Source: an optimization exercise on an open RTL-to-GDS flow (aim: small area). Production flows keep margins and buffers that such runs may drop. Where RTL was checked, it was by simulation tests only, not by an equivalence proof against the original. No functional check of the RTL was part of runs 2 to 4. No activity file was given, so power comes from the tool's default toggle rates.

==> flow/design.v, too long to show whole: its modules and the start of the top module <==
// module apg_datagen: 202 lines
// module apg_aomux: 12 lines
// module apg_mul: 649 lines
// module apg_fa: 4 lines
// module apg_ha: 4 lines
module apg_datagen (
    input  wire        clk,
    input  wire        rst,         
    input  wire        cfg_we,
    input  wire [4:0]  cfg_addr,
    input  wire [31:0] cfg_wdata,
    input  wire        restart,
    input  wire        ev_valid,
    input  wire [3:0]  ev_func,
    input  wire        ev_inv,
    input  wire [4:0]  ev_wm1,      
    input  wire [15:0] ev_x,
    input  wire [15:0] ev_y,
    output reg         d_valid,
    output reg  [31:0] d,
    output reg         param_zero,
    output reg         bad_write
);
  // ...
==> flow/run.sh <==
#!/bin/bash
# synth_recipe.tcl (not shown) runs the flow's synth.tcl, then flattens the netlist and writes it again
# the make line also repeats each setting of config.mk as NAME=value (left out here)
make -C /OpenROAD-flow-scripts/flow DESIGN_CONFIG=/design/flow/config.mk WORK_HOME=/design/flow/orfs CLKGATE_MAP_FILE= SYNTH_SCRIPT=/design/flow/synth_recipe.tcl finish
==> flow/config.mk <==
export PLATFORM = sky130hd
export DESIGN_NAME = apg_datagen
export DESIGN_NICKNAME = apg_datagen
export VERILOG_FILES = /design/flow/design.v
export SDC_FILE = /design/flow/constraint.sdc
export NUM_CORES = 4
export LEC_CHECK = 0
export CAP_MARGIN = 20
export CORE_MARGIN = 2
export CORE_UTILIZATION = 25
export SLEW_MARGIN = 20
export SYNTH_HIERARCHICAL = 1
export SYNTH_MINIMUM_KEEP_SIZE = 0
==> flow/constraint.sdc <==
create_clock -name core_clock -period 60.0 [get_ports {clk}]
set_input_delay 12.0000 -clock core_clock [delete_from_list [all_inputs] [get_ports {clk}]]
set_output_delay 12.0000 -clock core_clock [all_outputs]
set_load 0.01 [all_outputs]
==> results.json, run 1 <==
{
  "status": "finished clean",
  "powerDensity_nw_per_um2": 48.1,
  "pg_clk_mw": 0.423,
  "cp_top_family": "adder cells",
  "multi_input_area_share": 0.477,
  "synth-simple-area-share": 0.0924,
  "seq_power_mw": 0.570,
  "syn_area_per_cell_um2": 11.2,
  "die_area_um2": 184000,
  "synth_commonest_cells": "609 x edfxtp_1, 525 x a22oi_1, 276 x xnor2_1",
  "tns_ns": 0,
  "cts_sinks": 644,
  "utilization": 0.284,
  "wl_mm": 170,
  "slew_viol_final": 0,
  "maxPowerGroup": "combinational cells",
  "cpMostUsedCell": "fa_1",
  "top_register": "bar",
  "synth_cell_types": 77,
  "yosys.area.top_type": "edfxtp_1",
  "synthArstFlopShare": 0,
  "final_common_cell": "edfxtp_1",
  "cts_resized": 0,
  "clkSlewWorstSetupHoldPaths_ns": 0.07,
  "route.met2.wl_mm": 80.5,
  "dpl.hpwl_mm": 121,
  "synth_adder_area_share": 0.104,
  "r2r_setup_slack_ns": 33.08,
  "p_switching_mw": 1.11,
  "met3_wirelength_mm": 15.3,
  "max_freq_ghz": 0.0238,
  "grtUsageMet2": 0.290,
  "ys_seq_area_frac": 0.421,
  "synth_top_area_share": 0.406,
  "crit_fanout": 55,
  "final_nets": 4318,
  "htreeDepth": 3,
  "seq_share": 0.373,
  "r2r-end": "d[31]",
  "grtUsageMet3": 0.0325,
  "synth.area.top_cells": "edfxtp_1 41%, a22oi_1 8.7%, fa_1 8.0%",
  "yosysWarnings": 15,
  "p_leak_nw": 17.7
}
==> module apg_datagen, before the edit <==
module apg_datagen (
    input  wire        clk,
    input  wire        rst,         
    input  wire        cfg_we,
    input  wire [4:0]  cfg_addr,
    input  wire [31:0] cfg_wdata,
    input  wire        restart,
    input  wire        ev_valid,
    input  wire [3:0]  ev_func,
    input  wire        ev_inv,
    input  wire [4:0]  ev_wm1,      
    input  wire [15:0] ev_x,
    input  wire [15:0] ev_y,
    output reg         d_valid,
    output reg  [31:0] d,
    output reg         param_zero,
    output reg         bad_write
);
    function [30:0] poly_mask(input [2:0] p);
        case (p)
            3'd0: poly_mask = 31'h0000_007F;
            3'd1: poly_mask = 31'h0000_01FF;
            3'd2: poly_mask = 31'h0000_07FF;
            3'd3: poly_mask = 31'h0000_7FFF;
            3'd4: poly_mask = 31'h007F_FFFF;
            default: poly_mask = 31'h7FFF_FFFF;
        endcase
    endfunction
    function [5:0] seg_zero(input [30:0] v);
        seg_zero = {v[30:23] == 8'h0, v[22:15] == 8'h0, v[14:11] == 4'h0,
                    v[10:9] == 2'h0, v[8:7] == 2'h0, v[6:0] == 7'h0};
    endfunction
    function masked_zero(input [5:0] z, input [2:0] p);
        case (p)
            3'd0: masked_zero = z[0];
            3'd1: masked_zero = &z[1:0];
            3'd2: masked_zero = &z[2:0];
            3'd3: masked_zero = &z[3:0];
            3'd4: masked_zero = &z[4:0];
            default: masked_zero = &z[5:0];
        endcase
    endfunction
    reg [31:0] dconst;
    reg [31:0] rstep;
    reg [3:0]  shift_x;
    reg [3:0]  shift_y;
    reg [16:0] nbarw;       
    reg [31:0] bar [0:7];
    reg [2:0]  lfsr_poly [0:3];
    reg        lfsr_inv  [0:3];
    reg [30:0] lfsr_seed [0:3];
    reg [30:0] lfsr_state [0:3];
    wire [1:0]  wr_n    = cfg_addr[1:0];
    wire [2:0]  wr_poly = cfg_wdata[2:0];
    wire [16:0] wr_barw = cfg_wdata[16:0];
    wire [5:0]  wr_z    = seg_zero(cfg_wdata[30:0]);
    wire [5:0]  seed_z0 = seg_zero(lfsr_seed[0]);
    wire [5:0]  seed_z1 = seg_zero(lfsr_seed[1]);
    wire [5:0]  seed_z2 = seg_zero(lfsr_seed[2]);
    wire [5:0]  seed_z3 = seg_zero(lfsr_seed[3]);
    wire [5:0]  seed_zw = (wr_n == 2'd0) ? seed_z0 :
                          (wr_n == 2'd1) ? seed_z1 :
                          (wr_n == 2'd2) ? seed_z2 : seed_z3;
    wire a_lcfg = (cfg_addr[4:2] == 3'b011);
    wire a_seed = (cfg_addr[4:2] == 3'b100);
    integer i;
    wire        we      = cfg_we & ~rst;
    wire        a_bar   = (cfg_addr[4:2] == 3'b001) | (cfg_addr[4:2] == 3'b010);
    wire [2:0]  bar_wn  = cfg_addr[2:0] ^ 3'b100;
    wire        bw_zero = (wr_barw == 17'd0);
    wire        bw_big  = wr_barw[16] & (wr_barw[15:0] != 16'd0);
    wire        lc_bad  = wr_poly[2] & wr_poly[1];
    wire        lc_zero = masked_zero(seed_zw, wr_poly);
    wire        sd_zero = masked_zero(wr_z, lfsr_poly[wr_n]);
    wire        a_res   = ~(cfg_addr[4:2] == 3'b000 | a_bar | a_lcfg | a_seed);
    wire        en_dconst = rst | (we & (cfg_addr == 5'd0));
    wire        en_rstep  = rst | (we & (cfg_addr == 5'd1));
    wire        en_shift  = rst | (we & (cfg_addr == 5'd2));
    wire        en_barw   = rst | (we & (cfg_addr == 5'd3) & ~bw_zero & ~bw_big);
    wire [31:0] wz = cfg_wdata & {32{~rst}};      
    wire [30:0] wo = cfg_wdata[30:0] | {31{rst}};  
    always @(posedge clk) begin
        if (en_dconst) dconst <= wz;
        if (en_rstep)  rstep  <= wz;
        if (en_shift) begin
            shift_x <= wz[3:0];
            shift_y <= wz[7:4];
        end
        if (en_barw)   nbarw  <= {~(cfg_wdata[16:1] & {16{~rst}}), ~(cfg_wdata[0] | rst)};
        for (i = 0; i < 8; i = i + 1)
            if (rst | (we & a_bar & (bar_wn == i))) bar[i] <= wz;
        for (i = 0; i < 4; i = i + 1) begin
            if (rst | (we & a_lcfg & (wr_n == i) & ~lc_bad))
                lfsr_inv[i] <= wz[3];
            if (rst | (we & a_lcfg & (wr_n == i) & ~lc_bad & ~lc_zero))
                lfsr_poly[i] <= wz[2:0];
            if (rst | (we & a_seed & (wr_n == i) & ~sd_zero))
                lfsr_seed[i] <= wo;
        end
    end
    always @(posedge clk) begin
        param_zero <= we & (((cfg_addr == 5'd3) & bw_zero) |
                            (a_lcfg & ~lc_bad & lc_zero) |
                            (a_seed & sd_zero));
        bad_write  <= we & (((cfg_addr == 5'd3) & ~bw_zero & bw_big) |
                            (a_lcfg & lc_bad) | a_res);
    end
    wire        is_prbs  = (ev_func[3:2] == 2'b11);
    wire [1:0]  sel_n    = ev_func[1:0];
    wire [2:0]  sel_poly = lfsr_poly[sel_n];
    wire        sel_inv  = lfsr_inv[sel_n];
    wire [3:0]  sel_oh    = 4'b1 << sel_n;
    wire [30:0] sel_start;
    apg_aomux #(.N(8), .W(31)) u_startmux (
        .d({lfsr_seed[3], lfsr_seed[2], lfsr_seed[1], lfsr_seed[0],
            lfsr_state[3], lfsr_state[2], lfsr_state[1], lfsr_state[0]}),
        .sel({sel_oh & {4{restart}}, sel_oh & {4{~restart}}}), .o(sel_start));
    wire [31:0] pbits [0:5];
    genvar gp, gk;
    generate
        for (gp = 0; gp < 6; gp = gp + 1) begin : G_POLY
            localparam integer M = (gp == 0) ? 7 : (gp == 1) ? 9 : (gp == 2) ? 11 :
                                   (gp == 3) ? 15 : (gp == 4) ? 23 : 31;
            localparam integer T = (gp == 0) ? 6 : (gp == 1) ? 5 : (gp == 2) ? 9 :
                                   (gp == 3) ? 14 : (gp == 4) ? 18 : 28;
            wire [62:0] q;
            for (gk = 1; gk <= 31; gk = gk + 1) begin : G_S
                assign q[31 - gk] = sel_start[gk - 1];
            end
            for (gk = 0; gk < 32; gk = gk + 1) begin : G_B
                assign q[31 + gk] = q[31 + gk - M] ^ q[31 + gk - T];
            end
            assign pbits[gp] = q[62:31];
        end
    endgenerate
    wire [5:0]  poly_oh = {sel_poly[2] & sel_poly[0], sel_poly[2] & ~sel_poly[0],
                           sel_poly == 3'd3, sel_poly == 3'd2,
                           sel_poly == 3'd1, sel_poly == 3'd0};
    wire [31:0] gen_bits;
    apg_aomux #(.N(6), .W(32)) u_polymux (
        .d({pbits[5], pbits[4], pbits[3], pbits[2], pbits[1], pbits[0]}),
        .sel(poly_oh), .o(gen_bits));
    wire [62:0] stream;
    generate
        for (gk = 0; gk < 32; gk = gk + 1) begin : G_R
            assign stream[31 - gk] = gen_bits[gk];
        end
    endgenerate
    assign stream[62:32] = sel_start;
    wire [62:0] stream_sh = stream >> (~ev_wm1);
    wire [30:0] next_state = stream_sh[30:0] & poly_mask(sel_poly);
    wire prbs_step = ev_valid & is_prbs;
    wire [30:0] next_r = rst ? 31'h7F : next_state;
    always @(posedge clk) begin
        for (i = 0; i < 4; i = i + 1)
            if (rst | restart | (prbs_step & (sel_n == i)))
                lfsr_state[i] <= (rst | (prbs_step & (sel_n == i))) ? next_r :
                                 (lfsr_seed[i] & poly_mask(lfsr_poly[i]));
    end
    wire [14:0] sub2 = {1'b0, ev_x[15:2]} + {1'b0, nbarw[13:0]} + 15'd1;
    wire        q2   = sub2[14] & (&nbarw[16:14]);
    wire [15:0] r1   = q2 ? {sub2[13:0], ev_x[1:0]} : ev_x;
    wire [15:0] sub1 = {1'b0, r1[15:1]} + {1'b0, nbarw[14:0]} + 16'd1;
    wire        q1   = sub1[15] & (&nbarw[16:15]);
    wire [15:0] r2   = q1 ? {sub1[14:0], r1[0]} : r1;
    wire [16:0] sub0 = {1'b0, r2} + {1'b0, nbarw[15:0]} + 17'd1;
    wire        q0   = sub0[16] & nbarw[16];
    wire [2:0]  bar_idx = {q2, q1, q0};
    wire [7:0]  bar_oh  = 8'b1 << bar_idx;
    wire [31:0] bar_rd;
    apg_aomux #(.N(8), .W(32)) u_barmux (
        .d({bar[7], bar[6], bar[5], bar[4], bar[3], bar[2], bar[1], bar[0]}),
        .sel(bar_oh), .o(bar_rd));
    wire [15:0] xs = ev_x >> shift_x;
    wire [15:0] ys = ev_y >> shift_y;
    wire        use_x = (ev_func == 4'h4) | (ev_func == 4'h6);
    wire        use_y = (ev_func == 4'h5) | (ev_func == 4'h6);
    wire [16:0] mop   = {1'b0, ev_x & {16{use_x}}} + {1'b0, ev_y & {16{use_y}}};
    wire [31:0] ramp;
    apg_mul u_mul (.a(mop), .b(rstep), .p(ramp));
    reg [31:0] f;
    always @(*) begin
        case (ev_func)
            4'h0:    f = dconst;
            4'h1:    f = dconst ^ {32{xs[0] ^ ys[0]}};
            4'h2:    f = dconst ^ {32{ys[0]}};
            4'h3:    f = dconst ^ {32{xs[0]}};
            4'h4, 4'h5, 4'h6:
                     f = ramp;
            4'h7:    f = {ev_y, ev_x} ^ dconst;
            4'h8:    f = bar_rd;
            4'hC, 4'hD, 4'hE, 4'hF:
                     f = gen_bits ^ {32{sel_inv}};
            default: f = 32'h0;
        endcase
    end
    wire [31:0] wmask = {32{1'b1}} >> (5'd31 - ev_wm1);
    always @(posedge clk) begin
        d_valid <= ev_valid & ~rst;
        d <= (f ^ {32{ev_inv}}) & wmask;
    end
endmodule
==> run 2, diff against run 1 <==
--- a/flow/design.v
+++ b/flow/design.v
@@ -44,12 +44,13 @@
     reg [31:0] rstep;
     reg [3:0]  shift_x;
     reg [3:0]  shift_y;
-    reg [16:0] nbarw;       
+    reg [16:0] nbarw;           
     reg [31:0] bar [0:7];
     reg [2:0]  lfsr_poly [0:3];
     reg        lfsr_inv  [0:3];
     reg [30:0] lfsr_seed [0:3];
     reg [30:0] lfsr_state [0:3];
+    integer i;
     wire [1:0]  wr_n    = cfg_addr[1:0];
     wire [2:0]  wr_poly = cfg_wdata[2:0];
     wire [16:0] wr_barw = cfg_wdata[16:0];
@@ -61,24 +62,25 @@
     wire [5:0]  seed_zw = (wr_n == 2'd0) ? seed_z0 :
                           (wr_n == 2'd1) ? seed_z1 :
                           (wr_n == 2'd2) ? seed_z2 : seed_z3;
-    wire a_lcfg = (cfg_addr[4:2] == 3'b011);
-    wire a_seed = (cfg_addr[4:2] == 3'b100);
-    integer i;
     wire        we      = cfg_we & ~rst;
+    wire        a_low   = (cfg_addr[4:2] == 3'b000);
     wire        a_bar   = (cfg_addr[4:2] == 3'b001) | (cfg_addr[4:2] == 3'b010);
+    wire        a_lcfg  = (cfg_addr[4:2] == 3'b011);
+    wire        a_seed  = (cfg_addr[4:2] == 3'b100);
+    wire        a_res   = ~(a_low | a_bar | a_lcfg | a_seed);
+    wire        a_barw  = a_low & (cfg_addr[1:0] == 2'd3);
     wire [2:0]  bar_wn  = cfg_addr[2:0] ^ 3'b100;
     wire        bw_zero = (wr_barw == 17'd0);
     wire        bw_big  = wr_barw[16] & (wr_barw[15:0] != 16'd0);
     wire        lc_bad  = wr_poly[2] & wr_poly[1];
     wire        lc_zero = masked_zero(seed_zw, wr_poly);
     wire        sd_zero = masked_zero(wr_z, lfsr_poly[wr_n]);
-    wire        a_res   = ~(cfg_addr[4:2] == 3'b000 | a_bar | a_lcfg | a_seed);
-    wire        en_dconst = rst | (we & (cfg_addr == 5'd0));
-    wire        en_rstep  = rst | (we & (cfg_addr == 5'd1));
-    wire        en_shift  = rst | (we & (cfg_addr == 5'd2));
-    wire        en_barw   = rst | (we & (cfg_addr == 5'd3) & ~bw_zero & ~bw_big);
-    wire [31:0] wz = cfg_wdata & {32{~rst}};      
-    wire [30:0] wo = cfg_wdata[30:0] | {31{rst}};  
+    wire        en_dconst = rst | (we & a_low & (cfg_addr[1:0] == 2'd0));
+    wire        en_rstep  = rst | (we & a_low & (cfg_addr[1:0] == 2'd1));
+    wire        en_shift  = rst | (we & a_low & (cfg_addr[1:0] == 2'd2));
+    wire        en_barw   = rst | (we & a_barw & ~bw_zero & ~bw_big);
+    wire [31:0] wz = cfg_wdata & {32{~rst}};        
+    wire [30:0] wo = cfg_wdata[30:0] | {31{rst}};   
     always @(posedge clk) begin
         if (en_dconst) dconst <= wz;
         if (en_rstep)  rstep  <= wz;
@@ -86,7 +88,7 @@
             shift_x <= wz[3:0];
             shift_y <= wz[7:4];
         end
-        if (en_barw)   nbarw  <= {~(cfg_wdata[16:1] & {16{~rst}}), ~(cfg_wdata[0] | rst)};
+        if (en_barw)   nbarw  <= {~wz[16:1], ~(cfg_wdata[0] | rst)};
         for (i = 0; i < 8; i = i + 1)
             if (rst | (we & a_bar & (bar_wn == i))) bar[i] <= wz;
         for (i = 0; i < 4; i = i + 1) begin
@@ -99,56 +101,28 @@
         end
     end
     always @(posedge clk) begin
-        param_zero <= we & (((cfg_addr == 5'd3) & bw_zero) |
+        param_zero <= we & ((a_barw & bw_zero) |
                             (a_lcfg & ~lc_bad & lc_zero) |
                             (a_seed & sd_zero));
-        bad_write  <= we & (((cfg_addr == 5'd3) & ~bw_zero & bw_big) |
-                            (a_lcfg & lc_bad) | a_res);
+        bad_write  <= we & ((a_barw & bw_big) | (a_lcfg & lc_bad) | a_res);
     end
     wire        is_prbs  = (ev_func[3:2] == 2'b11);
     wire [1:0]  sel_n    = ev_func[1:0];
+    wire [3:0]  sel_oh   = 4'b1 << sel_n;
     wire [2:0]  sel_poly = lfsr_poly[sel_n];
     wire        sel_inv  = lfsr_inv[sel_n];
-    wire [3:0]  sel_oh    = 4'b1 << sel_n;
+    wire [5:0]  poly_oh  = {sel_poly[2] & sel_poly[0], sel_poly[2] & ~sel_poly[0],
+                            sel_poly == 3'd3, sel_poly == 3'd2,
+                            sel_poly == 3'd1, sel_poly == 3'd0};
     wire [30:0] sel_start;
     apg_aomux #(.N(8), .W(31)) u_startmux (
         .d({lfsr_seed[3], lfsr_seed[2], lfsr_seed[1], lfsr_seed[0],
             lfsr_state[3], lfsr_state[2], lfsr_state[1], lfsr_state[0]}),
         .sel({sel_oh & {4{restart}}, sel_oh & {4{~restart}}}), .o(sel_start));
-    wire [31:0] pbits [0:5];
-    genvar gp, gk;
-    generate
-        for (gp = 0; gp < 6; gp = gp + 1) begin : G_POLY
-            localparam integer M = (gp == 0) ? 7 : (gp == 1) ? 9 : (gp == 2) ? 11 :
-                                   (gp == 3) ? 15 : (gp == 4) ? 23 : 31;
-            localparam integer T = (gp == 0) ? 6 : (gp == 1) ? 5 : (gp == 2) ? 9 :
-                                   (gp == 3) ? 14 : (gp == 4) ? 18 : 28;
-            wire [62:0] q;
-            for (gk = 1; gk <= 31; gk = gk + 1) begin : G_S
-                assign q[31 - gk] = sel_start[gk - 1];
-            end
-            for (gk = 0; gk < 32; gk = gk + 1) begin : G_B
-                assign q[31 + gk] = q[31 + gk - M] ^ q[31 + gk - T];
-            end
-            assign pbits[gp] = q[62:31];
-        end
-    endgenerate
-    wire [5:0]  poly_oh = {sel_poly[2] & sel_poly[0], sel_poly[2] & ~sel_poly[0],
-                           sel_poly == 3'd3, sel_poly == 3'd2,
-                           sel_poly == 3'd1, sel_poly == 3'd0};
     wire [31:0] gen_bits;
-    apg_aomux #(.N(6), .W(32)) u_polymux (
-        .d({pbits[5], pbits[4], pbits[3], pbits[2], pbits[1], pbits[0]}),
-        .sel(poly_oh), .o(gen_bits));
-    wire [62:0] stream;
-    generate
-        for (gk = 0; gk < 32; gk = gk + 1) begin : G_R
-            assign stream[31 - gk] = gen_bits[gk];
-        end
-    endgenerate
-    assign stream[62:32] = sel_start;
-    wire [62:0] stream_sh = stream >> (~ev_wm1);
-    wire [30:0] next_state = stream_sh[30:0] & poly_mask(sel_poly);
+    wire [30:0] next_state;
+    apg_prbs u_prbs (.s(sel_start), .poly_oh(poly_oh), .wm1(ev_wm1),
+                     .bits(gen_bits), .next(next_state));
     wire prbs_step = ev_valid & is_prbs;
     wire [30:0] next_r = rst ? 31'h7F : next_state;
     always @(posedge clk) begin
@@ -157,47 +131,49 @@
                 lfsr_state[i] <= (rst | (prbs_step & (sel_n == i))) ? next_r :
                                  (lfsr_seed[i] & poly_mask(lfsr_poly[i]));
     end
-    wire [14:0] sub2 = {1'b0, ev_x[15:2]} + {1'b0, nbarw[13:0]} + 15'd1;
-    wire        q2   = sub2[14] & (&nbarw[16:14]);
-    wire [15:0] r1   = q2 ? {sub2[13:0], ev_x[1:0]} : ev_x;
-    wire [15:0] sub1 = {1'b0, r1[15:1]} + {1'b0, nbarw[14:0]} + 16'd1;
-    wire        q1   = sub1[15] & (&nbarw[16:15]);
-    wire [15:0] r2   = q1 ? {sub1[14:0], r1[0]} : r1;
-    wire [16:0] sub0 = {1'b0, r2} + {1'b0, nbarw[15:0]} + 17'd1;
-    wire        q0   = sub0[16] & nbarw[16];
-    wire [2:0]  bar_idx = {q2, q1, q0};
-    wire [7:0]  bar_oh  = 8'b1 << bar_idx;
+    wire [2:0]  bar_idx;
+    apg_bardiv u_bardiv (.x(ev_x), .nb(nbarw), .q(bar_idx));
+    wire [7:0]  bar_oh = 8'b1 << bar_idx;
     wire [31:0] bar_rd;
     apg_aomux #(.N(8), .W(32)) u_barmux (
         .d({bar[7], bar[6], bar[5], bar[4], bar[3], bar[2], bar[1], bar[0]}),
         .sel(bar_oh), .o(bar_rd));
-    wire [15:0] xs = ev_x >> shift_x;
-    wire [15:0] ys = ev_y >> shift_y;
     wire        use_x = (ev_func == 4'h4) | (ev_func == 4'h6);
     wire        use_y = (ev_func == 4'h5) | (ev_func == 4'h6);
-    wire [16:0] mop   = {1'b0, ev_x & {16{use_x}}} + {1'b0, ev_y & {16{use_y}}};
+    wire [15:0] gx = ev_x & {16{use_x}};
+    wire [15:0] gy = ev_y & {16{use_y}};
+    wire [16:0] mc;
+    wire [16:0] mop;
+    assign mc[0] = 1'b0;
+    genvar gm;
+    generate
+        for (gm = 0; gm < 16; gm = gm + 1) begin : G_MOP
+            assign mop[gm]  = gx[gm] ^ gy[gm] ^ mc[gm];
+            assign mc[gm+1] = (gx[gm] & gy[gm]) | (gx[gm] & mc[gm]) | (gy[gm] & mc[gm]);
+        end
+    endgenerate
+    assign mop[16] = mc[16];
     wire [31:0] ramp;
     apg_mul u_mul (.a(mop), .b(rstep), .p(ramp));
-    reg [31:0] f;
-    always @(*) begin
-        case (ev_func)
-            4'h0:    f = dconst;
-            4'h1:    f = dconst ^ {32{xs[0] ^ ys[0]}};
-            4'h2:    f = dconst ^ {32{ys[0]}};
-            4'h3:    f = dconst ^ {32{xs[0]}};
-            4'h4, 4'h5, 4'h6:
-                     f = ramp;
-            4'h7:    f = {ev_y, ev_x} ^ dconst;
-            4'h8:    f = bar_rd;
-            4'hC, 4'hD, 4'hE, 4'hF:
-                     f = gen_bits ^ {32{sel_inv}};
-            default: f = 32'h0;
-        endcase
-    end
-    wire [31:0] wmask = {32{1'b1}} >> (5'd31 - ev_wm1);
+    wire [15:0] xs = ev_x >> shift_x;
+    wire [15:0] ys = ev_y >> shift_y;
+    wire        flip_c = (ev_func[1:0] == 2'd1) ? (xs[0] ^ ys[0]) :
+                         (ev_func[1:0] == 2'd2) ? ys[0] :
+                         (ev_func[1:0] == 2'd3) ? xs[0] : 1'b0;
+    wire        s_c   = (ev_func[3:2] == 2'b00) | (ev_func == 4'h7);
+    wire        s_r   = (ev_func[3:2] == 2'b01) & (ev_func[1:0] != 2'b11);
+    wire        s_b   = (ev_func == 4'h8);
+    wire        s_xy  = (ev_func == 4'h7);
+    wire        inv_s = ev_inv ^ (s_c & ~s_xy & flip_c) ^ (is_prbs & sel_inv);
+    wire [31:0] f_sel;
+    apg_aomux #(.N(5), .W(32)) u_fmux (
+        .d({dconst ^ {ev_y, ev_x}, gen_bits, bar_rd, ramp, dconst}),
+        .sel({s_xy, is_prbs, s_b, s_r, s_c & ~s_xy}), .o(f_sel));
+    wire [31:0] wmask  = {32{1'b1}} >> (5'd31 - ev_wm1);
+    wire [31:0] d_next = (f_sel ^ {32{inv_s}}) & wmask;
     always @(posedge clk) begin
         d_valid <= ev_valid & ~rst;
-        d <= (f ^ {32{ev_inv}}) & wmask;
+        d       <= d_next;
     end
 endmodule
 module apg_aomux #(parameter N = 8, parameter W = 32) (
@@ -212,6 +188,85 @@
             o = o | (d[W*i +: W] & {W{sel[i]}});
     end
 endmodule
+module apg_bardiv (
+    input  wire [15:0] x,
+    input  wire [16:0] nb,
+    output wire [2:0]  q
+);
+    wire [13:0] d2;
+    wire [14:0] c2;
+    wire [14:0] d1;
+    wire [15:0] c1;
+    wire [16:0] c0;
+    wire [15:0] r1, r2;
+    assign c2[0] = 1'b1;
+    assign c1[0] = 1'b1;
+    assign c0[0] = 1'b1;
+    genvar i;
+    generate
+        for (i = 0; i < 14; i = i + 1) begin : G2
+            assign d2[i]   = x[i+2] ^ nb[i] ^ c2[i];
+            assign c2[i+1] = (x[i+2] & nb[i]) | (x[i+2] & c2[i]) | (nb[i] & c2[i]);
+        end
+    endgenerate
+    wire q2 = c2[14] & (&nb[16:14]);
+    assign r1 = q2 ? {d2, x[1:0]} : x;
+    generate
+        for (i = 0; i < 15; i = i + 1) begin : G1
+            assign d1[i]   = r1[i+1] ^ nb[i] ^ c1[i];
+            assign c1[i+1] = (r1[i+1] & nb[i]) | (r1[i+1] & c1[i]) | (nb[i] & c1[i]);
+        end
+    endgenerate
+    wire q1 = c1[15] & (&nb[16:15]);
+    assign r2 = q1 ? {d1, r1[0]} : r1;
+    generate
+        for (i = 0; i < 16; i = i + 1) begin : G0
+            assign c0[i+1] = (r2[i] & nb[i]) | (r2[i] & c0[i]) | (nb[i] & c0[i]);
+        end
+    endgenerate
+    wire q0 = c0[16] & nb[16];
+    assign q = {q2, q1, q0};
+endmodule
+module apg_prbs (
+    input  wire [30:0] s,
+    input  wire [5:0]  poly_oh,
+    input  wire [4:0]  wm1,
+    output wire [31:0] bits,
+    output wire [30:0] next
+);
+    wire [31:0] pbits [0:5];
+    genvar gp, gk;
+    generate
+        for (gp = 0; gp < 6; gp = gp + 1) begin : G_POLY
+            localparam integer M = (gp == 0) ? 7 : (gp == 1) ? 9 : (gp == 2) ? 11 :
+                                   (gp == 3) ? 15 : (gp == 4) ? 23 : 31;
+            localparam integer T = (gp == 0) ? 6 : (gp == 1) ? 5 : (gp == 2) ? 9 :
+                                   (gp == 3) ? 14 : (gp == 4) ? 18 : 28;
+            wire [62:0] q;
+            for (gk = 1; gk <= 31; gk = gk + 1) begin : G_S
+                assign q[31 - gk] = s[gk - 1];
+            end
+            for (gk = 0; gk < 32; gk = gk + 1) begin : G_B
+                assign q[31 + gk] = q[31 + gk - M] ^ q[31 + gk - T];
+            end
+            assign pbits[gp] = q[62:31];
+        end
+    endgenerate
+    apg_aomux #(.N(6), .W(32)) u_polymux (
+        .d({pbits[5], pbits[4], pbits[3], pbits[2], pbits[1], pbits[0]}),
+        .sel(poly_oh), .o(bits));
+    wire [62:0] stream;
+    generate
+        for (gk = 0; gk < 32; gk = gk + 1) begin : G_R
+            assign stream[31 - gk] = bits[gk];
+        end
+    endgenerate
+    assign stream[62:32] = s;
+    wire [62:0] stream_sh = stream >> (~wm1);
+    wire [30:0] mask = {{8{poly_oh[5]}}, {8{|poly_oh[5:4]}}, {4{|poly_oh[5:3]}},
+                        {2{|poly_oh[5:2]}}, {2{|poly_oh[5:1]}}, 7'h7F};
+    assign next = stream_sh[30:0] & mask;
+endmodule
 module apg_mul (
     input  wire [16:0] a,
     input  wire [31:0] b,
--- a/flow/config.mk
+++ b/flow/config.mk
@@ -8,6 +8,7 @@
 export CAP_MARGIN = 20
 export CORE_MARGIN = 2
 export CORE_UTILIZATION = 25
+export CTS_BUF_LIST = sky130_fd_sc_hd__clkbuf_4
 export SLEW_MARGIN = 20
 export SYNTH_HIERARCHICAL = 1
 export SYNTH_MINIMUM_KEEP_SIZE = 0
==> run 2 against run 1 <==
Against the previous run: still clean on timing, DRC and antenna; die area is 1.0% lower; setup slack better by 0.39 ns; combinational power shrank 13%; area after synthesis is 1.0% lower; clock power down 8.5%; fmax grew 0.94%; via count down 3.9%; critical path depth did not move; synthesized cell count fell by 7.6%; largest power group unchanged.
==> results.json, run 2 <==
{
  "status": "finished clean",
  "worst_ir_drop_vdd_mv": 0.0587,
  "finalSetupViolCount": 0,
  "core-area_um2": 178000,
  "place.port_buffers": 118,
  "grt_pass1_wl_mm": 237,
  "reg2regPathDepth": 69,
  "cts_setup_buffers": 0,
  "layout_min_cycle_time_ns": 41.66,
  "initial_core_util": 0.251,
  "hold_violations": 0,
  "muxShareOfSynthArea": 0.0675,
  "synth_top_family_by_area": "compound AO/OA/AOI/OAI gates",
  "syn2layout_area_growth_pct": 11.9,
  "utilization": 0.281,
  "synth_commonest_cells": "609 x edfxtp_1, 548 x a22oi_1, 256 x nand2_1",
  "routed-via-count": 33900,
  "hold_path.class": "flop to flop",
  "yosys_most_used_dff": "edfxtp_1",
  "slew_viol_final": 0,
  "cts_hold_buf": 0,
  "synth_top_area_share": 0.410,
  "tns_ns": 0,
  "yosys.area.top_type": "edfxtp_1",
  "rsz0062_at_grt": "false",
  "synth-compound-area-share": 0.158,
  "synth_cell_types": 86,
  "drive_gt1_frac": 0.154,
  "top_register": "bar",
  "grt_max_degree": 83,
  "cap_violations": 0,
  "cts_sinks": 644,
  "endpoint_kind": "flop",
  "setup.worst_path.start_class": "primary input",
  "tightestPinTransition_ns": 1.31,
  "synth-simple-area-share": 0.0878,
  "yosysWarnings": 17,
  "stdcell_count": 6212,
  "wl_per_cell_um": 26.3,
  "cts_tree": "done",
  "hold_depth": 2,
  "synth_edf_count": 609,
  "largest_reg_flops": 256,
  "grt_pass1_vias": 33500,
  "clkSlewWorstSetupHoldPaths_ns": 0.07,
  "chipWidth_um": 426,
  "slew_headroom": 0.128,
  "yosysMostFrequentCell": "edfxtp_1",
  "die_h_um": 426,
  "clock_path_buffers": 3,
  "arrival_ns": 42.56,
  "synthArstFlopShare": 0,
  "worst_clock_skew_ns": 0.0955,
  "cts-root-buf": "clkbuf_4",
  "synth.area.top_cells": "edfxtp_1 41%, fa_1 9.8%, a22oi_1 9.2%",
  "synth-xor-area-share": 0.103,
  "gp_congestion": 0.942,
  "drt-initial-drc-count": 4770,
  "hold-worst-slack_ns": 0.586,
  "fin_ws_ns": 18.34,
  "max_freq_ghz": 0.0240,
  "dpl.cell_count": 5924,
  "critPathSlowestCell": "ha_1",
  "dpl.hpwl_mm": 112,
  "r2r_setup_slack_ns": 32.98,
  "ys_seq_elements": 644,
  "netlist_instances": 3722,
  "die_area_um2": 182000,
  "io_pins": 119,
  "powerDensity_nw_per_um2": 44.5,
  "final_cell_mix": "609 x edfxtp_1, 548 x a22oi_1, 256 x nand2_1",
  "required_ns": 60.90,
  "clk_latency_ns": 1.09,
  "num_rows": 155,
  "wl_mm": 163,
  "path_class": "primary input to flop",
  "antenna_found_initial": 15,
  "final_nets": 4067,
  "cts_resized": 0,
  "final_common_cell": "edfxtp_1",
  "ys_seq_area_frac": 0.426,
  "cpMostUsedCell": "fa_1",
  "synth_adder_area_share": 0.106,
  "grt.total_usage": 0.176,
  "final_antenna_net_count": 0,
  "htreeDepth": 4,
  "drc": 0,
  "dr.pass1.iters": 10,
  "largestRegisters": "bar x256, lfsr_seed x124, lfsr_state x124",
  "viasPerCell": 5.46,
  "cts_buffers": 166,
  "finalCritPeriodShare": 0.694,
  "syn_area_per_cell_um2": 12.0,
  "crit_fanout": 55,
  "critPathMaxStageDelay_ns": 0.91,
  "overflow": 0,
  "syn_nets": 4051,
  "dp_worst_setup_slack_ns": 17.37,
  "p_leak_nw": 17.6,
  "syn_area_um2": 44600
}
[run 2: changes by cell type in the layout (fill, tap and decap cells not counted), sizes merged, moves of 25 or more]
cell	previous run	this run
a222oi	1	33
buf	132	105
clkbuf	86	222
fa	179	218
ha	87	27
mux2	71	31
mux2i	67	42
mux4	70	99
nand3b	6	35
nor2	162	59
o21ai	198	62
xnor2	276	227
[run 2: worst paths after layout]
| check | start | to |
|---|---|---|
| setup / recovery | ev_func[2] | d[31] |
| hold / removal | lfsr_seed[3][1] | lfsr_state[3][1] |
| setup reg to reg | rstep[2] | d[31] |
| hold reg to reg | lfsr_seed[3][1] | lfsr_state[3][1] |
[run 2: layout make-up]
type	instances	area, um2
Sequential cell	644	19000
Fill cell	18200	128000
Multi-Input combinational cell	2607	23600
Clock inverter	56	445
Timing Repair Buffer	218	1920
Antenna cell	9	22.5
Clock buffer	222	1670
Tap cell	2355	2950
Inverter	101	379
[run 2: power breakdown]
group | switching, mW | internal, mW
sequential | 0.0305 | 0.541
clock | 0.188 | 0.199
combinational | 0.701 | 0.560
[run 2: modules after synthesis (local to each module, per instance), a selection]
module / flops+latches / cell area [um2] / cells / copies in the design
apg_mul: 0 / 4600 / 652 / 1
apg_prbs: 0 / 5530 / 563 / 1
apg_fa: 0 / 20.0 / 1 / 176
apg_ha: 0 / 12.5 / 1 / 16
apg_datagen: 644 / 25000 / 1517 / 1
apg_bardiv: 0 / 1370 / 178 / 1
[run 2: metal layers]
layer  GRT usage  up-vias  wire (um)
met5           0        -         43
met4       0.117        8      11700
met3      0.0323      421      13200
met2       0.296     2103      80100
met1       0.206    17100      58400
li1            -    14200          -
[run 2: metrics by stage]
stage          total power [mW]  area (um2)
6_report                   2.22       49900
5_1_grt                    2.34       49900
4_1_cts                    2.20       49900
3_5_place_dp               1.82       47800
3_3_place_gp               1.80       47800
2_1_floorplan              1.57       44600
[run 2: logic make-up after synthesis]
kind of cell | count (synthesis)
compound gates | 966
xor+xnor | 459
fa+ha+maj | 249
buf+inv | 471
flops | 644
mux | 172
simple gates | 761
[run 2: critical path: cells and delay by family]
family / cells / cell delay, ns
AO/OA/AOI/OAI: 2 / 0.41
XOR/XNOR: 7 / 1.68
adder cells (fa/ha/maj): 60 / 25.29
buffers and inverters: 5 / 1.68
AND/OR/NAND/NOR: 6 / 1.44
==> run 3, diff against run 2 <==
==> flow/flow/run.sh (new file) <==
#!/bin/bash
# Standard ORFS layout with three changes that only affect the cells added by
# the layout itself:
#  - port buffers are sky130_fd_sc_hd__buf_1 (every input and output port
#    still gets its own buffer);
#  - the clock tree is built from sky130_fd_sc_hd__clkbuf_4 without dummy
#    loads;
#  - after global routing, cells with timing slack are downsized
#    (repair_timing -recover_power).
# Each tool's full output stays in its ORFS log (orfs/logs/...); make's
# output goes to standard.log.
set -euo pipefail
export BUFFER_PORTS_ARGS="-buffer_cell sky130_fd_sc_hd__buf_1"
export CTS_ARGS="-sink_clustering_enable -repair_clock_nets -buf_list sky130_fd_sc_hd__clkbuf_4 -dont_use_dummy_load"
export RECOVER_POWER=100
bash standard.sh > standard.log 2>&1
==> flow/standard.sh (new file) <==
#!/bin/bash
# synth_recipe.tcl (not shown) runs the flow's synth.tcl, then flattens the netlist and writes it again
# the make line also repeats each setting of config.mk as NAME=value (left out here)
make -C /OpenROAD-flow-scripts/flow DESIGN_CONFIG=/design/flow/config.mk WORK_HOME=/design/flow/orfs CLKGATE_MAP_FILE= SYNTH_SCRIPT=/design/flow/synth_recipe.tcl "${@:-finish}"
--- a/flow/config.mk
+++ b/flow/config.mk
@@ -8,7 +8,6 @@
 export CAP_MARGIN = 20
 export CORE_MARGIN = 2
 export CORE_UTILIZATION = 25
-export CTS_BUF_LIST = sky130_fd_sc_hd__clkbuf_4
 export SLEW_MARGIN = 20
 export SYNTH_HIERARCHICAL = 1
 export SYNTH_MINIMUM_KEEP_SIZE = 0
removed: flow/run.sh
==> run 3 against run 2 <==
Against the previous run: the layout now fails its checks (capacitance limit, slew limit); sequential cell count is the same; clock power shrank 28%; clock skew rose by 0.084 ns; design area is 3.6% lower; critical endpoint unchanged.
==> results.json, run 3 <==
{
  "hold_violations": 0,
  "hold_path.class": "flop to flop",
  "die_area_um2": 182000,
  "slew_viol_final": 854,
  "worst_ir_drop_vdd_mv": 0.0702,
  "yosysMostFrequentCell": "edfxtp_1",
  "htreeDepth": 4,
  "critPathMaxStageDelay_ns": 2.56,
  "drc": 0,
  "setup.worst_path.start_class": "primary input",
  "rsz0062_at_grt": "false",
  "syn_area_um2": 44600,
  "yosys_most_used_dff": "edfxtp_1",
  "dp_worst_setup_slack_ns": 17.83,
  "top_register": "bar",
  "crit_fanout": 55,
  "overflow": 0,
  "wl_met1_mm": 59.5,
  "cap_violations": 24,
  "worst_clock_skew_ns": 0.179,
  "path_class": "primary input to flop",
  "check.faults": "capacitance limit, slew limit",
  "die_h_um": 426,
  "layout_min_cycle_time_ns": 45.26,
  "largest_reg_flops": 256,
  "highest_layer": "met5",
  "wl_mm": 166,
  "syn_nets": 4051,
  "wl_per_cell_um": 27.3,
  "initial_core_util": 0.251,
  "ys_seq_area_frac": 0.426,
  "io_pins": 119,
  "grt_pass1_wl_mm": 237,
  "clock_path_buffers": 3,
  "syn2layout_area_growth_pct": 7.86,
  "cts-root-buf": "clkbuf_4",
  "final_nets": 4063,
  "syn_area_per_cell_um2": 12.0,
  "synth_top_area_share": 0.410,
  "largestRegisters": "bar x256, lfsr_seed x124, lfsr_state x124",
  "final_common_cell": "edfxtp_1",
  "yosys.area.top_type": "edfxtp_1",
  "final_cell_mix": "609 x edfxtp_1, 548 x a22oi_1, 256 x nand2_1",
  "critPathSlowestCell": "a21oi_1",
  "cts_resized": 0,
  "synth_edf_count": 609,
  "chipWidth_um": 426,
  "cts_setup_buffers": 0,
  "drive_gt1_frac": 0.120,
  "cts_sinks": 644,
  "dr.pass1.iters": 8,
  "synth_commonest_cells": "609 x edfxtp_1, 548 x a22oi_1, 256 x nand2_1",
  "cts_hold_buf": 0,
  "route.met2.wl_mm": 81.9,
  "final_antenna_net_count": 0,
  "yosysWarnings": 17,
  "arrival_ns": 46.12,
  "utilization": 0.271,
  "cts_tree": "done",
  "endpoint_kind": "flop",
  "required_ns": 60.86,
  "max_freq_ghz": 0.0221,
  "finalCritPeriodShare": 0.754,
  "netlist_instances": 3722,
  "tns_ns": 0,
  "slew_headroom": -1.20,
  "routed-via-count": 33700,
  "grt_pass1_vias": 32700,
  "synth_cell_types": 86,
  "grt_max_degree": 73,
  "powerDensity_nw_per_um2": 45.0,
  "antenna_found_initial": 21,
  "cpMostUsedCell": "fa_1",
  "core-area_um2": 178000,
  "clk_latency_ns": 1.10,
  "grt.total_usage": 0.178,
  "met3_wirelength_mm": 14.4,
  "cts_buffers": 161,
  "place.port_buffers": 118,
  "p_leak_nw": 16.6,
  "fillCellCount": 18400,
  "fin_ws_ns": 14.74,
  "tightestPinTransition_ns": 3.30,
  "drt-initial-drc-count": 4797,
  "status": "failed layout checks",
  "gp_congestion": 0.949,
  "synthArstFlopShare": 0,
  "seq_area_um2": 19000,
  "viasPerCell": 5.53,
  "synth.area.top_cells": "edfxtp_1 41%, fa_1 9.8%, a22oi_1 9.2%",
  "dpl.hpwl_mm": 116,
  "clkSlewWorstSetupHoldPaths_ns": 0.06,
  "num_rows": 155,
  "multi_input_comb_area_um2": 23400,
  "finalSetupViolCount": 0,
  "ys_seq_elements": 644
}
==> run 3: cell count changes in the layout (fill, tap and decap cells not counted), moves of 10 or more <==
| cell | previous run | this run |
|---|---|---|
| buf_1 | 0 | 109 |
| buf_4 | 102 | 72 |
| clkbuf_1 | 0 | 31 |
| clkbuf_4 | 222 | 163 |
| clkdlybuf4s50_1 | 113 | 0 |
| clkinv_1 | 27 | 2 |
| clkinv_2 | 13 | 0 |
| mux2_1 | 0 | 11 |
| mux2_2 | 29 | 19 |
==> run 3: layout make-up <==
type	instances	area share
sequential	644	0.395
inverter	101	0.00788
clock buffer	161	0.0251
multi-input combinational	2607	0.487
antenna	11	0.000572
timing repair buffer	219	0.0235
tap	2355	0.0612
==> run 3: through the flow <==
stage	cells	hold WS, ns	total power [mW]	area (um2)
global placement	5924	0.584	1.86	47100
floorplan	3722	0.561	1.57	44600
finish	6098	0.595	2.16	48100
CTS	6087	0.585	2.16	48300
global route	6094	0.612	2.27	48100
detailed placement	5926	0.582	1.88	47100
==> run 3: critical path: cells and delay by family <==
family	cells	cell delay, ns
compound gates	3	3.20
fa+ha+maj	59	24.14
buf+inv	4	2.90
simple gates	5	2.25
xor+xnor	6	1.56
==> run 3: logic make-up after synthesis <==
family,share of synthesized area
and+or+nand+nor,0.0878
adders and majority gates,0.106
DFF,0.426
xor gates and xnor gates,0.103
buffers and inverters,0.0517
muxes,0.0675
AOI/OAI and AO/OA,0.158
==> run 3: path summary, 6_finish.rpt <==
| path | from | endpoint | slack, ns | depth (start not counted) |
|---|---|---|---|---|
| worst max-delay path | ev_func[0] | d[31] | 14.74 | 77 |
| worst min-delay path | lfsr_seed[0][28] | lfsr_state[0][28] | 0.59 | 1 |
| worst max register to register | rstep[2] | d[31] | 32.86 | 69 |
| worst min register to register | lfsr_seed[0][28] | lfsr_state[0][28] | 0.59 | 1 |
==> run 3: power by group <==
part           total, mW  internal, mW  switching [mW]  leakage [nW]
clock network      0.280         0.121           0.158         0.741
registers          0.573         0.542          0.0306          6.33
logic               1.31         0.554           0.756          9.57
total               2.16          1.22           0.945          16.6
==> run 3: per-layer routing <==
layer | vias up | global-route usage
met1 | 17100 | 0.213
met3 | 386 | 0.0270
li1 | 14100 | -
met4 | 8 | 0.103
met2 | 2121 | 0.302
met5 | - | 0
==> run 3: Yosys stat by module, one instance, submodules excluded, excerpt <==
module / cells / flip-flops and latches
apg_datagen: 1517 / 644
apg_mul: 652 / 0
apg_prbs: 563 / 0
apg_fa: 1 / 0
apg_bardiv: 178 / 0
apg_ha: 1 / 0
==> run 4, diff against run 3 <==
--- a/flow/design.v
+++ b/flow/design.v
@@ -125,12 +125,22 @@
                      .bits(gen_bits), .next(next_state));
     wire prbs_step = ev_valid & is_prbs;
     wire [30:0] next_r = rst ? 31'h7F : next_state;
-    always @(posedge clk) begin
-        for (i = 0; i < 4; i = i + 1)
-            if (rst | restart | (prbs_step & (sel_n == i)))
-                lfsr_state[i] <= (rst | (prbs_step & (sel_n == i))) ? next_r :
-                                 (lfsr_seed[i] & poly_mask(lfsr_poly[i]));
-    end
+    genvar gn;
+    generate
+        for (gn = 0; gn < 4; gn = gn + 1) begin : G_ST
+            wire [2:0] pl      = lfsr_poly[gn];
+            wire       sel_new = rst | (prbs_step & sel_oh[gn]);
+            wire       sel_sd  = ~sel_new & restart;
+            wire       hold    = ~sel_new & ~restart;
+            wire [5:0] grp = {pl[2] & pl[0], pl[2], pl[2] | (pl[1] & pl[0]),
+                              pl[2] | pl[1], pl[2] | pl[1] | pl[0], 1'b1};
+            wire [30:0] d_st;
+            apg_lfsrd u_d (.nx(next_r), .sd(lfsr_seed[gn]), .q(lfsr_state[gn]),
+                           .sel_new(sel_new), .sel_sd(grp & {6{sel_sd}}),
+                           .hold(hold), .d(d_st));
+            always @(posedge clk) lfsr_state[gn] <= d_st;
+        end
+    endgenerate
     wire [2:0]  bar_idx;
     apg_bardiv u_bardiv (.x(ev_x), .nb(nbarw), .q(bar_idx));
     wire [7:0]  bar_oh = 8'b1 << bar_idx;
@@ -188,6 +198,19 @@
             o = o | (d[W*i +: W] & {W{sel[i]}});
     end
 endmodule
+module apg_lfsrd (
+    input  wire [30:0] nx,
+    input  wire [30:0] sd,
+    input  wire [30:0] q,
+    input  wire        sel_new,
+    input  wire [5:0]  sel_sd,      
+    input  wire        hold,
+    output wire [30:0] d
+);
+    wire [30:0] sg = {{8{sel_sd[5]}}, {8{sel_sd[4]}}, {4{sel_sd[3]}},
+                      {2{sel_sd[2]}}, {2{sel_sd[1]}}, {7{sel_sd[0]}}};
+    assign d = ({31{sel_new}} & nx) | (sg & sd) | ({31{hold}} & q);
+endmodule
 module apg_bardiv (
     input  wire [15:0] x,
     input  wire [16:0] nb,
==> flow/flow/run.sh (replaced) <==
#!/bin/bash
# Standard ORFS layout with two changes that only affect the cells added by
# the layout itself:
#  - port buffers are sky130_fd_sc_hd__buf_1 (every input and output port
#    still gets its own buffer);
#  - the clock tree is built from sky130_fd_sc_hd__clkbuf_4 without dummy
#    loads.
# Each tool's full output stays in its ORFS log (orfs/logs/...); make's
# output goes to standard.log.
set -euo pipefail
export BUFFER_PORTS_ARGS="-buffer_cell sky130_fd_sc_hd__buf_1"
export CTS_ARGS="-sink_clustering_enable -repair_clock_nets -buf_list sky130_fd_sc_hd__clkbuf_4 -dont_use_dummy_load"
bash standard.sh > standard.log 2>&1
--- a/flow/config.mk
+++ b/flow/config.mk
@@ -7,7 +7,7 @@
 export LEC_CHECK = 0
 export CAP_MARGIN = 20
 export CORE_MARGIN = 2
-export CORE_UTILIZATION = 25
+export CORE_UTILIZATION = 50
 export SLEW_MARGIN = 20
 export SYNTH_HIERARCHICAL = 1
 export SYNTH_MINIMUM_KEEP_SIZE = 0
==> run 4 against run 3 <==
Against the previous run: the run now finishes clean; setup slack better by 4.5 ns; global-route usage is 16 points higher; non-clock buffer count is the same; die area down 50%; via count is essentially flat; register-to-register slack about the same; synthesized cell count grew 1.7%; critical endpoint unchanged; largest cell class unchanged; largest power group unchanged; highest routed layer unchanged.
==> results.json, run 4 <==
{
  "status": "finished clean",
  "drive_gt1_frac": 0.135,
  "setup.worst_path.start_class": "primary input",
  "placedInstanceArea_um2": 44500,
  "p_total_mw": 2.02,
  "synthArstFlopShare": 0,
  "gp_congestion": 0.947,
  "num_rows": 108,
  "arrival_ns": 41.59,
  "synth_commonest_cells": "543 x a22oi_1, 485 x edfxtp_1, 234 x inv_1",
  "routed-via-count": 33700,
  "synth_top_area_share": 0.332,
  "cts_resized": 0,
  "final_nets": 4128,
  "netlist_instances": 3784,
  "cap_violations": 0,
  "r2r_setup_slack_ns": 32.85,
  "worst_clock_skew_ns": 0.130,
  "syn_area_um2": 43800,
  "drc": 0,
  "slew_headroom": 0.179,
  "r2r-end": "d[31]",
  "crit_fanout": 55,
  "yosys.area.top_type": "edfxtp_1",
  "clockPowerShare": 0.140,
  "drt-initial-drc-count": 5482,
  "grt_pass1_vias": 32100,
  "p_comb_frac": 0.580,
  "die_h_um": 300,
  "reg2regPathDepth": 70,
  "tightestPinTransition_ns": 1.23,
  "viasPerCell": 6.79,
  "yosys_most_used_dff": "edfxtp_1",
  "final_cell_mix": "543 x a22oi_1, 485 x edfxtp_1, 233 x inv_1",
  "seq_area_um2": 17700,
  "synth-simple-area-share": 0.0773,
  "p_switching_mw": 0.862,
  "ys_seq_elements": 644,
  "largest_reg_flops": 256,
  "rsz0062_at_grt": "false",
  "die_area_um2": 90100,
  "final_common_cell": "a22oi_1",
  "antenna_found_initial": 12,
  "required_ns": 60.84,
  "tns_ns": 0,
  "yosysMostFrequentCell": "a22oi_1",
  "io_pins": 119,
  "multi_input_comb_area_um2": 23200,
  "clkSlewWorstSetupHoldPaths_ns": 0.05,
  "dr.pass1.iters": 10,
  "sw_frac_of_total": 0.427,
  "seq_power_share": 0.280,
  "ys_seq_area_frac": 0.405,
  "clk_latency_ns": 1.04,
  "synth-compound-area-share": 0.175,
  "path_class": "primary input to flop",
  "layout_min_cycle_time_ns": 40.75,
  "largestRegisters": "bar x256, lfsr_seed x124, lfsr_state x124",
  "place.port_buffers": 118,
  "overflow": 0,
  "synth_cell_types": 92,
  "cts_buffers": 166,
  "endpoint_kind": "flop",
  "critPathMaxStageDelay_ns": 0.72,
  "chipWidth_um": 300,
  "top_register": "bar",
  "hold_path.class": "flop to flop",
  "max_freq_ghz": 0.0245,
  "hold_violations": 0,
  "initial_core_util": 0.505,
  "hold_end": "lfsr_state[1][3]",
  "syn2layout_area_growth_pct": 4.50,
  "slew_viol_final": 0,
  "rr_startpoint": "rstep[2]",
  "grt_pass1_wl_mm": 221,
  "p_leak_nw": 17.4,
  "syn_nets": 4113,
  "core-area_um2": 86900,
  "dpl.hpwl_mm": 103,
  "grt.total_usage": 0.334,
  "stdcell_area_um2": 45800,
  "final_antenna_net_count": 0,
  "synth_top_family_by_area": "compound AO/OA/AOI/OAI gates",
  "clock_path_buffers": 3,
  "finalSetupViolCount": 0,
  "hold-worst-slack_ns": 0.463,
  "synth_edf_count": 485,
  "cts_sinks": 644,
  "finalCritPeriodShare": 0.679,
  "synth.area.top_cells": "edfxtp_1 33%, fa_1 10%, a22oi_1 9.3%",
  "wl_mm": 152,
  "syn_area_per_cell_um2": 11.6,
  "htreeDepth": 4,
  "cts_hold_buf": 0,
  "synth-xor-area-share": 0.0942,
  "critPathSlowestCell": "nor2b_1",
  "cts-root-buf": "clkbuf_4",
  "yosysWarnings": 22,
  "utilization": 0.527,
  "powerDensity_nw_per_um2": 44.1,
  "grt_max_degree": 76,
  "hold_depth": 2,
  "p_int_mw": 1.16,
  "cpMostUsedCell": "fa_1",
  "muxShareOfSynthArea": 0.0715,
  "wl_per_cell_um": 30.6,
  "cts_setup_buffers": 0,
  "cts_tree": "done",
  "synth_adder_area_share": 0.108,
  "holdCritStartpoint": "lfsr_state[1][3]",
  "fillCellCount": 7637,
  "worst_ir_drop_vdd_mv": 0.0609
}
[run 4: worst max-delay path, delay by kind of cell]
kind,cells,cell delay (ns)
fa+ha+maj,59,24.14
buf+inv,8,1.77
simple gates,5,1.53
xor+xnor,7,1.51
compound gates,3,0.51
[run 4: power groups by stage]
stage	sequential [mW]	clock (mW)	combinational, mW
2_1_floorplan	0.560	0	0.999
3_3_place_gp	0.572	0	1.14
3_5_place_dp	0.572	0	1.16
4_1_cts	0.564	0.288	1.17
5_1_grt	0.569	0.309	1.26
6_report	0.565	0.284	1.17
[run 4: worst max-delay path by stage]
stage	from	endpoint	slack (ns)	cells after the start
floorplan	ev_func[0]	d[31]	19.91	81
global placement	ev_func[1]	d[31]	18.61	82
detailed placement	ev_func[1]	d[31]	18.36	82
CTS	ev_func[1]	d[31]	19.25	82
global route	ev_func[2]	d[31]	17.99	80
finish	ev_func[0]	d[31]	19.25	82
[run 4: final cells by class]
class / count / area share
Multi-Input combinational cell: 2528 / 0.507
Clock buffer: 166 / 0.0272
Timing Repair Buffer: 219 / 0.0265
Tap cell: 1155 / 0.0315
Inverter: 240 / 0.0197
Antenna cell: 12 / 0.000655
Sequential cell: 644 / 0.387
[run 4: kinds of logic after synthesis]
logic type,count (synthesis)
AND/OR/NAND/NOR,632
multiplexers,181
flip-flops,644
XOR/XNOR,458
AO/OA/AOI/OAI,1008
buffers and inverters,612
adder cells (fa/ha/maj),249
[run 4: layer usage]
layer  track usage  vias to the layer above  wire length [um]
met3        0.0582                      385             14400
li1              -                    14300                 -
met5             0                        -                26
met2         0.532                     2113             70800
met4         0.172                        4              8740
met1         0.441                    16900             57900
[run 4: per-module statistics from Yosys, one instance, submodules excluded, a selection]
module / flops+latches / area (um2)
apg_prbs: 0 / 5520
apg_lfsrd: 0 / 485
apg_fa: 0 / 20.0
apg_ha: 0 / 12.5
apg_datagen: 644 / 22300
apg_mul: 0 / 4600
apg_bardiv: 0 / 1370
[run 4: metrics by stage]
stage               std cells  worst slack, ns
finish                   4964            19.25
global route             4960            17.99
CTS                      4952            19.25
detailed placement       4786            18.36
global placement         4786            18.61
floorplan                3784            19.91
==> run 5, diff against run 4 <==
--- a/flow/design.v
+++ b/flow/design.v
@@ -257,27 +257,24 @@
     output wire [31:0] bits,
     output wire [30:0] next
 );
-    wire [31:0] pbits [0:5];
+    wire [62:0] q;
     genvar gp, gk;
     generate
-        for (gp = 0; gp < 6; gp = gp + 1) begin : G_POLY
-            localparam integer M = (gp == 0) ? 7 : (gp == 1) ? 9 : (gp == 2) ? 11 :
-                                   (gp == 3) ? 15 : (gp == 4) ? 23 : 31;
-            localparam integer T = (gp == 0) ? 6 : (gp == 1) ? 5 : (gp == 2) ? 9 :
-                                   (gp == 3) ? 14 : (gp == 4) ? 18 : 28;
-            wire [62:0] q;
-            for (gk = 1; gk <= 31; gk = gk + 1) begin : G_S
-                assign q[31 - gk] = s[gk - 1];
-            end
-            for (gk = 0; gk < 32; gk = gk + 1) begin : G_B
-                assign q[31 + gk] = q[31 + gk - M] ^ q[31 + gk - T];
-            end
-            assign pbits[gp] = q[62:31];
+        for (gk = 1; gk <= 31; gk = gk + 1) begin : G_S
+            assign q[31 - gk] = s[gk - 1];
+        end
+        for (gk = 0; gk < 32; gk = gk + 1) begin : G_B
+            wire ta, tb;
+            apg_aomux #(.N(6), .W(1)) u_ta (
+                .d({q[gk], q[gk + 8], q[gk + 16], q[gk + 20], q[gk + 22], q[gk + 24]}),
+                .sel(poly_oh), .o(ta));
+            apg_aomux #(.N(6), .W(1)) u_tb (
+                .d({q[gk + 3], q[gk + 13], q[gk + 17], q[gk + 22], q[gk + 26], q[gk + 25]}),
+                .sel(poly_oh), .o(tb));
+            assign q[31 + gk] = ta ^ tb;
         end
     endgenerate
-    apg_aomux #(.N(6), .W(32)) u_polymux (
-        .d({pbits[5], pbits[4], pbits[3], pbits[2], pbits[1], pbits[0]}),
-        .sel(poly_oh), .o(bits));
+    assign bits = q[62:31];
     wire [62:0] stream;
     generate
         for (gk = 0; gk < 32; gk = gk + 1) begin : G_R
@@ -285,7 +282,28 @@
         end
     endgenerate
     assign stream[62:32] = s;
-    wire [62:0] stream_sh = stream >> (~wm1);
+    wire [45:0] l1;
+    wire [37:0] l2;
+    wire [33:0] l3;
+    wire [31:0] l4;
+    wire [30:0] stream_sh;
+    generate
+        for (gk = 0; gk < 46; gk = gk + 1) begin : G_L1
+            assign l1[gk] = wm1[4] ? stream[gk] : stream[gk + 16];
+        end
+        for (gk = 0; gk < 38; gk = gk + 1) begin : G_L2
+            assign l2[gk] = wm1[3] ? l1[gk] : l1[gk + 8];
+        end
+        for (gk = 0; gk < 34; gk = gk + 1) begin : G_L3
+            assign l3[gk] = wm1[2] ? l2[gk] : l2[gk + 4];
+        end
+        for (gk = 0; gk < 32; gk = gk + 1) begin : G_L4
+            assign l4[gk] = wm1[1] ? l3[gk] : l3[gk + 2];
+        end
+        for (gk = 0; gk < 31; gk = gk + 1) begin : G_L5
+            assign stream_sh[gk] = wm1[0] ? l4[gk] : l4[gk + 1];
+        end
+    endgenerate
     wire [30:0] mask = {{8{poly_oh[5]}}, {8{|poly_oh[5:4]}}, {4{|poly_oh[5:3]}},
                         {2{|poly_oh[5:2]}}, {2{|poly_oh[5:1]}}, 7'h7F};
     assign next = stream_sh[30:0] & mask;
==> flow/flow/run.sh (replaced) <==
#!/bin/bash
# Standard ORFS layout with two changes that only affect the cells added by
# the layout itself:
#  - port buffers are sky130_fd_sc_hd__buf_1 (every input and output port
#    still gets its own buffer);
#  - the clock tree is built from sky130_fd_sc_hd__clkbuf_8, with clusters
#    of at most 16 flip-flops and 60 um, and without dummy loads.
# Each tool's full output stays in its ORFS log (orfs/logs/...); make's
# output goes to standard.log.
set -euo pipefail
export BUFFER_PORTS_ARGS="-buffer_cell sky130_fd_sc_hd__buf_1"
export CTS_ARGS="-sink_clustering_enable -repair_clock_nets -buf_list sky130_fd_sc_hd__clkbuf_8 -sink_clustering_size 16 -sink_clustering_max_diameter 60 -dont_use_dummy_load"
bash standard.sh > standard.log 2>&1
==> run 5 against run 4 <==
Against the previous run: power is 0.74% higher; die area is 3.2% lower; register-to-register slack hardly changed; critical path type unchanged; highest routed layer unchanged; still clean.
==> results.json, run 5 <==
{
  "yosysWarnings": 21,
  "largest_reg_flops": 256,
  "hold_violations": 0,
  "drc": 0,
  "rr_startpoint": "rstep[2]",
  "core-area_um2": 83800,
  "synth_commonest_cells": "648 x a22oi_1, 485 x edfxtp_1, 241 x inv_1",
  "endpoint_kind": "flop",
  "clk_latency_ns": 0.72,
  "cts_resized": 0,
  "critPathSlowestCell": "nor2b_1",
  "wl_per_cell_um": 32.9,
  "cts_hold_buf": 0,
  "grt_pass1_wl_mm": 229,
  "critPathMaxStageDelay_ns": 0.70,
  "final_nets": 4021,
  "cts-root-buf": "clkbuf_8",
  "slew_headroom": 0.188,
  "netlist_instances": 3730,
  "rsz0062_at_grt": "false",
  "tns_ns": 0,
  "hold_path.class": "flop to flop",
  "die_area_um2": 87200,
  "crit_fanout": 55,
  "startpoint": "ev_func[2]",
  "largestRegisters": "bar x256, lfsr_seed x124, lfsr_state x124",
  "fin_ws_ns": 18.63,
  "viasPerCell": 7.12,
  "cts_tree": "done",
  "fillCellCount": 7452,
  "antenna_found_initial": 16,
  "htreeDepth": 2,
  "dpl.hpwl_mm": 109,
  "chipWidth_um": 295,
  "cp.buffers_inverters": 6,
  "final_common_cell": "a22oi_1",
  "wl_mm": 159,
  "finalCritPeriodShare": 0.690,
  "cap_violations": 0,
  "syn_nets": 4059,
  "syn2layout_area_growth_pct": 4.53,
  "worst_ir_drop_vdd_mv": 0.0583,
  "cts_sinks": 644,
  "required_ns": 60.58,
  "synth_top_area_share": 0.343,
  "drt-initial-drc-count": 6675,
  "syn_area_per_cell_um2": 11.4,
  "max_freq_ghz": 0.0242,
  "top_register": "bar",
  "cts_setup_buffers": 0,
  "final_antenna_net_count": 0,
  "powerDensity_nw_per_um2": 45.9,
  "num_rows": 106,
  "cts_buffers": 54,
  "layout_min_cycle_time_ns": 41.37,
  "stdcell_area_um2": 44300,
  "finalSetupViolCount": 0,
  "syn_area_um2": 42400,
  "cp_top_family": "adder cells",
  "holdCritStartpoint": "lfsr_state[1][30]",
  "initial_core_util": 0.506,
  "p_leak_nw": 16.4,
  "place.port_buffers": 118,
  "slew_viol_final": 0,
  "clock_path_buffers": 3,
  "ys_seq_elements": 644,
  "utilization": 0.529,
  "dr.pass1.iters": 13,
  "synthArstFlopShare": 0,
  "arrival_ns": 41.95,
  "synth_cell_types": 92,
  "grt_pass1_vias": 32800,
  "final_cell_mix": "648 x a22oi_1, 485 x edfxtp_1, 240 x inv_1",
  "grt.total_usage": 0.359,
  "routed-via-count": 34400,
  "path_class": "primary input to flop",
  "clkSlewWorstSetupHoldPaths_ns": 0.09,
  "yosys_most_used_dff": "edfxtp_1",
  "placedInstanceArea_um2": 43500,
  "p_total_mw": 2.03,
  "drive_gt1_frac": 0.0940,
  "io_pins": 119,
  "status": "finished clean",
  "seq_area_um2": 17700,
  "dp_worst_setup_slack_ns": 17.89,
  "grt_max_degree": 86,
  "overflow": 0,
  "yosys.area.top_type": "edfxtp_1",
  "synth_edf_count": 485,
  "setup.worst_path.start_class": "primary input",
  "die_h_um": 295,
  "yosysMostFrequentCell": "a22oi_1",
  "ys_seq_area_frac": 0.419,
  "tightestPinTransition_ns": 1.22,
  "worst_clock_skew_ns": 0.121,
  "synth.area.top_cells": "edfxtp_1 34%, a22oi_1 11%, fa_1 10%",
  "multi_input_comb_area_um2": 22200,
  "gp_congestion": 0.983,
  "cpMostUsedCell": "fa_1"
}
==> run 5: worst min-delay path, cell delays in order, from the launching register on <==
cell and delay, ns:
dfxtp_1 0.33, a222oi_1 0.07, inv_1 0.05
==> run 5: logic make-up after synthesis <==
kind of cell	after synthesis	synth area share
compound gates	1159	0.208
xor+xnor	310	0.0659
fa+ha+maj	249	0.112
buf+inv	563	0.0630
flops	644	0.419
mux	119	0.0470
simple gates	686	0.0861
==> run 5: final cells by class <==
cell class,instances,area share
clock buffers,54,0.0168
flip-flops and latches,644,0.400
multi-input cells,2523,0.502
diodes,8,0.000452
well taps,1134,0.0320
inverters,249,0.0211
repair buffers,220,0.0276
==> run 5: layer usage <==
metal,vias to the layer above,global-route usage,share of wire
met5,-,0,0.00054
met4,12,0.116,0.037
met3,358,0.125,0.15
met2,2550,0.485,0.40
met1,17200,0.534,0.41
li1,14200,-,-
==> run 5: per-stage QoR <==
stage / cells / hold slack, ns
6_report: 4832 / 0.473
5_1_grt: 4829 / 0.497
4_1_cts: 4824 / 0.469
3_5_place_dp: 4770 / 0.451
3_3_place_gp: 4770 / 0.443
2_1_floorplan: 3730 / 0.434
==> run 5: per-module statistics from Yosys (local to each module, per instance), a selection <==
module | cell area [um2] | copies in the design | cells inside | flip-flops and latches
apg_mul | 4600 | 1 | 652 | 0
apg_bardiv | 1370 | 1 | 178 | 0
apg_fa | 20.0 | 176 | 1 | 0
apg_lfsrd | 485 | 4 | 70 | 0
apg_ha | 12.5 | 16 | 1 | 0
apg_prbs | 3370 | 1 | 388 | 0
apg_datagen | 22200 | 1 | 1310 | 644
==> run 5: final timing paths <==
path / end / slack (ns) / cells past startpoint
setup / recovery: d[31] / 18.63 / 82
hold / removal: lfsr_state[1][30] / 0.47 / 2
setup reg to reg: d[31] / 32.85 / 70
hold reg to reg: lfsr_state[1][30] / 0.47 / 2
==> run 5: power breakdown <==
part	internal, mW	switching, mW	total, mW
Clock	0.0797	0.138	0.218
Sequential	0.532	0.0359	0.568
Combinational	0.507	0.742	1.25
Total	1.12	0.916	2.03

port drivers added, routing unchanged:
Ports are ideal in the flow. The routed layouts listed here were re-timed in OpenROAD. Step 1, drivers: a clkbuf_16 drives clk and a buf_2 each remaining input, both assumed. Step 2 also shifts input and output timing later by t, the mid clock arrival at the registers, as if the neighbouring blocks saw the same clock. Slacks: ideal / step 1 / step 2; pairs: ideal / step 1.
run	t, ns	setup slack, ns	worst setup path at the end	worst slew at a driven data input, ns
run 1	0.707	17.953 / 17.963 / 17.256	input to register	0.11
run 2	1.102	18.344 / 18.306 / 17.204	input to register	0.13
run 3	1.083	14.741 / 14.698 / 13.615	input to register	0.18
run 4	1.036	19.252 / 19.264 / 18.228	input to register	0.14
run 5	0.724	18.630 / 18.669 / 17.945	input to register	0.22
For run 2, which loses most, drivers alone change the setup slack by -0.038 ns; drivers and shift together by -1.140 ns.
